What follows belongs to an exercise in optimizing a design on an open flow for small area, a short achievable clock period and few clock cycles; a production flow would make more cautious choices.
Only simulation tests tie the RTL to the original design; equivalence was not proved.
Power and IR drop assume default switching activity.

v6:
Design lay_dpu, start of the top module:
module lay_dpu (
    input  wire        clk,
    input  wire        rst,           
    input  wire        cmd_valid,
    output wire        cmd_ready,
    input  wire [5:0]  cmd_op,
    input  wire [1:0]  cmd_acc,       
    input  wire [1:0]  cmd_lanes,     
    input  wire [1:0]  cmd_part,      
    input  wire [2:0]  cmd_t,         
    input  wire        cmd_sat,
    input  wire        cmd_rnd,       
    input  wire        cmd_int,       
    input  wire        cmd_trk,       
    input  wire [23:0] cmd_a,
    input  wire [23:0] cmd_b,
    input  wire [23:0] cmd_c,
    input  wire [23:0] cmd_d,
    input  wire [23:0] cmd_e,
    output reg         rsp_valid,
    output reg  [23:0] rsp_data,
    output reg         rsp_annul,
    output reg  [5:0]  rsp_flags,
    output reg  [4:0]  rsp_bx
);
clock: 20.0 ns
lec_check: 0
abc_area: 1
cap_margin: 20
core_margin: 2
core_utilization: 30
cts_cluster_diameter: 120
cts_cluster_size: 22
place_density: 0.5
slew_margin: 20
standard.sh (not shown) runs the stock make flow with config.mk's settings and CLKGATE_MAP_FILE= SYNTH_SCRIPT=/design/flow/synth_recipe.tcl, a recipe that flattens the netlist after the stock synthesis.
==> flow/flow/run.sh <==
#!/bin/bash
# Layout flow: the standard flow (standard.sh), with ORFS's timing
# repair asked to leave a setup margin (so that it sizes and buffers the
# paths that set the achieved period) and the ports buffered with buf_4.
export SETUP_SLACK_MARGIN=14.8
export BUFFER_PORTS_ARGS="-buffer_cell sky130_fd_sc_hd__buf_4"
bash standard.sh > standard.log 2>&1
Testbench counts of v6, summed over its fixed seeds: cycles 11,472.
What v7 does differently from v6 at the input level:
diff --git a/flow/design.v b/flow/design.v
--- a/flow/design.v
+++ b/flow/design.v
@@ -39,30 +39,31 @@
     reg        v0, rdy_q;
     reg [1:0]  k0;                    
     reg [5:0]  op0;
     reg [1:0]  n0, ln0, pt0;
     reg [2:0]  t0;
     reg        sat0, rnd0, int0, trk0;
     reg [23:0] a0, b0, c0, d0, e0;
     reg        x24;                   
     reg        lt0, lerp0;            
-    reg        hz0;                   
+    reg        hz0, hz2_0;            
     reg        as_sub0, negabs0;      
     reg        msu0;
     reg        nrdy_o;
     assign cmd_ready = ~nrdy_o;
     wire in_mul   = (cmd_op == OP_MPY) | (cmd_op == OP_MAC) | (cmd_op == OP_MSU);
     wire in_multi = in_mul & ((cmd_lanes == 2'd1 & ~cmd_acc[0]) |
                               (cmd_lanes == 2'd2 & cmd_acc == 2'd0));
     wire in_lt    = (cmd_op == OP_LERP) | (cmd_op == OP_TLU);
     wire in_sc    = (cmd_op == OP_SCALE) | (cmd_op == OP_SCALEA);
-    wire bx_hz    = v0 & (((op0 == OP_STA) & trk0) | (op0 == OP_BXCLR));
-    wire [1:0] klast0 = (hz0 | lt0 | ln0 == 2'd1) ? 2'd1 : 2'd3;
+    wire bx_hz2   = v0 & (((op0 == OP_STA) & trk0) | (op0 == OP_BXCLR));
+    wire bx_hz    = bx_hz2 | (v1 & ((c_sta & trk1) | c_bxclr));
+    wire [1:0] klast0 = hz2_0 ? 2'd2 : (hz0 | lt0 | ln0 == 2'd1) ? 2'd1 : 2'd3;
     always @(posedge clk) begin
         if (rst) begin
             v0    <= 1'b0;
             rdy_q  <= 1'b1;
             nrdy_o <= 1'b0;
             k0     <= 2'd0;
         end else if (!rdy_q) begin
             k0     <= k0 + 2'd1;
             rdy_q  <= (k0 + 2'd1 == klast0);
@@ -80,18 +81,19 @@
     lay_add25 u_ltd (.a(lt_p), .b(~lt_q), .cin(1'b1), .s(lt_diff));
     wire [7:0]  tlu_f   = (int0 | a0[23]) ? 8'd0 : a0[14:7];
     always @(posedge clk) begin
         pt0  <= cmd_part;
         trk0 <= cmd_trk;
         if (rdy_q) begin
             sat0    <= cmd_sat;
             t0      <= cmd_t;
             hz0     <= in_sc & bx_hz;
+            hz2_0   <= in_sc & bx_hz2;
             rnd0    <= cmd_rnd;
             op0     <= cmd_op;
             n0      <= cmd_acc;
             ln0     <= cmd_lanes;
             int0    <= cmd_int;
             a0      <= cmd_a;
             b0      <= cmd_b;
             c0      <= cmd_c;
             d0      <= cmd_d;
@@ -201,21 +203,20 @@
                 r_s1  = clamp_r;
                 c_s1  = ~(clamp_c | (clamp_b & (b0 == c0)) | (clamp_a & (a0 == c0)));
                 wv_s1 = 1'b1;
                 wc_s1 = 1'b1;
             end
             OP_LERP, OP_TLU: r_s1 = c0;    
             default:  r_s1 = a0;
         endcase
     end
-    wire [4:0] bx_fwd;                 
     wire [4:0] cnt_s1 = (b0[4:0] > 5'd24) ? 5'd24 : b0[4:0];
-    wire [5:0] sh_s1  = {1'b0, bx_fwd} - {3'b000, t0};    
+    wire [5:0] sh_s1  = {1'b0, bx_q} - {3'b000, t0};      
     wire [4:0] shamt_s1 = (op0 == OP_SHL) ? cnt_s1 :
                           (op0 == OP_SHR | op0 == OP_SHRL) ? 5'd24 - cnt_s1 :
                           ~sh_s1[5] ? sh_s1[4:0] :
                           (op0 == OP_SCALE) ? sh_s1[4:0] + 5'd24 : sh_s1[4:0] + 5'd8;
     wire [1:0] tg_s1  = n0 + (hz0 ? 2'd0 : k0);
     wire ok = ~annul_s1;
     reg        v1, last1, first1, int1, sat1, rnd1, trk1, annul1;
     reg        vf1, cf1, sf1, wv1, wc1, zr1;
     reg        c_alu, c_shl, c_shr, c_shrl, c_scale, c_scla, c_lerp, c_tlu,
@@ -419,19 +420,18 @@
     wire [7:0]  rsb_d3 = rsb_z3 ? rsb_d4[7:0] : rsb_d4[15:8];
     wire        rsb_z2 = ~|rsb_d3[7:4];
     wire [3:0]  rsb_d2 = rsb_z2 ? rsb_d3[3:0] : rsb_d3[7:4];
     wire        rsb_z1 = ~|rsb_d2[3:2];
     wire [1:0]  rsb_d1 = rsb_z1 ? rsb_d2[1:0] : rsb_d2[3:2];
     wire        rsb_z0 = ~rsb_d1[1];
     wire [4:0]  rsb    = {rsb_z4, rsb_z3, rsb_z2, rsb_z1, rsb_z0};
     reg  [5:0] f_n;
     reg  [4:0] bx_n;
-    assign bx_fwd = v2 ? bx_n : bx_q;
     always @* begin
         f_n  = f_q;
         bx_n = bx_q;
         if (wzn2) begin
             f_n[FZ] = (zv2 == 24'd0);
             f_n[FN] = zv2[23];
         end
         if (scla2) begin
             f_n[FZ] = zsc2;
### Flow results
In terms of starting utilization of the core area, v6 and v7 differ only marginally.
Logic gate share of total power sits lower in v7 than in v6.
Relative to v6, the worst vdd rail ir drop measured on v7 has decreased by more than 10%.
v7 ends up with a proportion of power drawn by the clock network that is 0.8 points higher than in v6.
For the largest incremental delay on the critical path, v7 came in 0.25 ns lower than v6 did.
Summary — length in cells of the worst reg-to-reg path, v7 relative to v6: lower, by 4.
sky130_fd_sc_hd__nor2_1 as the critical-path cell with the highest stage delay was reported by v6, and sky130_fd_sc_hd__edfxtp_1 by v7.
The sequential fraction of the synthesis area was comparable across v6 and v7.
v7 ends up with lower critical-path maximum fanout than v6 does.
Per the comparison of v7 with v6, number of instances in the synthesized netlist +about 1.4%, leakage power of the design -0.14 nW, final net count +48.
Testbench counts of v7, summed over its fixed seeds: cycles 11,502.

[afterwards: timing with drivers on the ports]
Ports are ideal in the flow. The routed layouts listed here were re-timed in OpenROAD.
Step 1 assumes that a clkbuf_16 drives the clock port and a buf_2 every other input.
Step 2, shift: input delay + t, output delay - t, t = (earliest + latest rising clock arrival at the registers) / 2. This alone moves slack from input paths to output paths.
a / b / c = ideal / step 1 / step 2; a / b = the first two.
run	t, ns	setup WS [ns]	clock arrival spread, ns	slew at the worst register clock pin (ns)
v6	0.736	14.725 / 14.715 / 14.406	0.026 / 0.027	0.11 / 0.11
v7	0.730	14.786 / 14.708 / 14.814	0.049 / 0.049	0.11 / 0.11
After both steps every run listed still meets setup and hold. For v6, which loses most, drivers alone change the setup slack by -0.010 ns; drivers and shift together by -0.319 ns.
